What follows belongs to an exercise in optimizing a design on an open flow for small area, a short achievable clock period and few clock cycles per item; a production flow would make more cautious choices.
Function was checked by simulation only, so behaviour that the tests miss may differ from the original.

==> run a <==
==> flow/design.v (excerpt) <==
module gst_ecc (
    input  wire        clk,
    input  wire        rst,
    input  wire        req_valid,
    output wire        req_ready,
    input  wire [1:0]  req_op,        
    input  wire [33:0] req_addr,      
    input  wire [31:0] req_origin,
    input  wire [79:0] req_cw,        
    input  wire [63:0] req_wdata,     
    input  wire [7:0]  req_wmask,     
    output reg         rsp_valid,
    input  wire        rsp_ready,
    output wire [63:0] rsp_data,
    output wire        rsp_wr,
    output wire [79:0] rsp_cw,
    output wire [1:0]  rsp_weight,    
    output wire        rsp_poison,
    input  wire        stat_clr,      
    input  wire [1:0]  log_clr,       
    output wire [63:0] eccstat,
    output wire [63:0] ecclog,
    output wire [31:0] eccorg
);
export LEC_CHECK = 0
export CAP_MARGIN = 20
export CORE_MARGIN = 2
export CORE_UTILIZATION = 60
export CTS_CLUSTER_DIAMETER = 60
export CTS_CLUSTER_SIZE = 24
export PLACE_DENSITY = 0.72
export SLEW_MARGIN = 20
create_clock -name core_clock -period 25.0 [get_ports {clk}]
standard.sh (not shown) runs the stock make flow with config.mk's settings and CLKGATE_MAP_FILE= SYNTH_SCRIPT=/design/flow/synth_recipe.tcl, a recipe that flattens the netlist after the stock synthesis.
==> flow/flow/run.sh <==
#!/bin/bash
# The standard layout, with the ports buffered by the smallest buffer
# (sky130_fd_sc_hd__buf_1) instead of the default delay buffer, and timing
# repair aiming 14 ns below the clock period.
set -euo pipefail
bash standard.sh "BUFFER_PORTS_ARGS=-buffer_cell sky130_fd_sc_hd__buf_1" SETUP_SLACK_MARGIN=14 finish > standard_flow.log 2>&1
==> run b: changes against run a <==
==> flow/config.mk (replaced) <==
export PLATFORM = sky130hd
export DESIGN_NAME = gst_ecc
export DESIGN_NICKNAME = gst_ecc
export VERILOG_FILES = /design/flow/design.v
export SDC_FILE = /design/flow/constraint.sdc
export NUM_CORES = 4
export LEC_CHECK = 0
export CAP_MARGIN = 20
export CORE_MARGIN = 2
export CORE_UTILIZATION = 60
export CTS_CLUSTER_DIAMETER = 80
export CTS_CLUSTER_SIZE = 30
export PLACE_DENSITY = 0.72
export SLEW_MARGIN = 20
==> run c: changes against run a <==
--- a/flow/design.v
+++ b/flow/design.v
@@ -255,18 +255,19 @@
     reg        q_s1z, q_cz, q_fue, q_par, q_pr;
     reg        q_w, q_m, q_s;
     reg [33:0] q_addr;
     reg [31:0] q_origin;
     wire load = !rsp_valid || rsp_ready;
     assign req_ready = load;
+    wire take = req_valid && load;     
     always @(posedge clk) begin
         if (rst)
             rsp_valid <= 1'b0;
         else if (load)
             rsp_valid <= req_valid;
-        if (load) begin
+        if (take) begin
             q_x      <= xm;
             q_kmask  <= kmask;
             x1       <= x1n;
             x2       <= x2n;
             q_s1z    <= s1z;
             q_cz     <= cz;
==> run d: changes against run a <==
--- a/flow/design.v
+++ b/flow/design.v
@@ -255,18 +255,19 @@
     reg        q_s1z, q_cz, q_fue, q_par, q_pr;
     reg        q_w, q_m, q_s;
     reg [33:0] q_addr;
     reg [31:0] q_origin;
     wire load = !rsp_valid || rsp_ready;
     assign req_ready = load;
+    wire take = req_valid && load;     
     always @(posedge clk) begin
         if (rst)
             rsp_valid <= 1'b0;
         else if (load)
             rsp_valid <= req_valid;
-        if (load) begin
+        if (take) begin
             q_x      <= xm;
             q_kmask  <= kmask;
             x1       <= x1n;
             x2       <= x2n;
             q_s1z    <= s1z;
             q_cz     <= cz;
==> flow/flow/run.sh (replaced) <==
#!/bin/bash
# The standard layout, with the ports buffered by the smallest buffer
# (sky130_fd_sc_hd__buf_1) instead of the default delay buffer, and timing
# repair aiming 14.25 ns below the clock period.
set -euo pipefail
bash standard.sh "BUFFER_PORTS_ARGS=-buffer_cell sky130_fd_sc_hd__buf_1" SETUP_SLACK_MARGIN=14.25 finish > standard_flow.log 2>&1
==> flow/config.mk (replaced) <==
export PLATFORM = sky130hd
export DESIGN_NAME = gst_ecc
export DESIGN_NICKNAME = gst_ecc
export VERILOG_FILES = /design/flow/design.v
export SDC_FILE = /design/flow/constraint.sdc
export NUM_CORES = 4
export LEC_CHECK = 0
export CAP_MARGIN = 20
export CORE_MARGIN = 2
export CORE_UTILIZATION = 50
export CTS_CLUSTER_DIAMETER = 60
export CTS_CLUSTER_SIZE = 24
export PLACE_DENSITY = 0.65
export SLEW_MARGIN = 20
==> summary of the runs <==
Run a finished clean. Run b ran to the end with no violations. Run d completed without violations. Run c finished with timing, DRC and antenna clean.
Via count, highest first: run a, run b, run c, run d.
In sequential cell count, run b and run a do not differ.
Synthesized cell count: run c is lower than run b (about 2.2%).
Non-clock buffer count: run a is higher than run b (3).
Global-route usage: run a > run b > run c > run d.
Between run d and run b, the lower count of clock-buffer cells in the layout is in run b (gap 5).
Setup slack: run d > run c > run a > run b.
==> figures <==
item                                                                         run b                      run a                     run c                     run d
Nonclk buf count                                                               570                        573                       545                       561
Depth of the most critical reg-to-reg path                                      18                         18                        18                        17
Result of the run                                         timing/DRC/antenna clean   timing/DRC/antenna clean  timing/DRC/antenna clean  timing/DRC/antenna clean
Count of distinct cell types in the synthesized netlist                         92                         92                        86                        86
Gpl congestion                                                               1.051                      1.051                     1.137                     1.046
Wire length of the first global-routing pass                        115300 microns             115800 microns            114000 microns            116900 microns
Multi-input gates                                                             1955                       1955                      1908                      1908
Number of global-route vias before repair                                    19145                      19283                     18894                     18655
Crit path launch                                                         rsp_ready                  rsp_ready                req_cw[58]                req_cw[76]
Crit path to                                                             req_ready                  req_ready           x2[3]$_DFFE_PP_           x2[3]$_DFFE_PP_
Master of the slowest instance on the critical path      sky130_fd_sc_hd__nand2b_4  sky130_fd_sc_hd__nand2b_4  sky130_fd_sc_hd__xnor3_2  sky130_fd_sc_hd__xnor3_1
Total area of multi-input combinational cells                        0.01467 sq mm              0.01465 sq mm             0.01444 sq mm             0.01470 sq mm
Design Area, Final                                                   0.02617 sq mm              0.02634 sq mm             0.02611 sq mm             0.02666 sq mm
Reg2Reg Launch Point                                               x2[1]$_DFFE_PP_            x2[1]$_DFFE_PP_           x1[1]$_DFFE_PP_           x1[1]$_DFFE_PP_
Stages on the worst setup path                                                   3                          3                        21                        21
Testbench counts of run a, summed over its fixed seeds: cycles 12,008, items 12,000.
Testbench counts of run b, summed over its fixed seeds: cycles 12,008, items 12,000.
Testbench counts of run c, summed over its fixed seeds: cycles 12,008, items 12,000.
Testbench counts of run d, summed over its fixed seeds: cycles 12,008, items 12,000.

==> port drivers added, routing unchanged <==
Ports are ideal in the flow. The routed layouts listed here were re-timed in OpenROAD. Step 1 sets driving cells, clkbuf_16 on the clock port and buf_2 on the other inputs (assumed; they add their load-dependent delay and slew). Step 2 adds t to the input delays and takes it off the output delays; t is the mean of the earliest and latest rising clock arrival at the registers after step 1. Input paths then give back, and output paths get back, about the clock's delay inside the block. Three values: ideal, step 1, step 2; two values: the first two.
| run | t, ns | slack for setup (ns) | pins driven straight from the clock port |
|---|---|---|---|
| run a | 0.583 | 14.079 / 14.025 / 13.719 | 1 |
| run b | 0.554 | 14.052 / 13.998 / 13.720 | 1 |
| run c | 0.585 | 14.114 / 14.148 / 13.563 | 1 |
| run d | 0.605 | 14.422 / 14.424 / 13.853 | 1 |
After both steps setup and hold are still met in every run listed. The setup slack of run d, which loses most, moves by +0.002 ns with the drivers and by -0.569 ns with both steps.
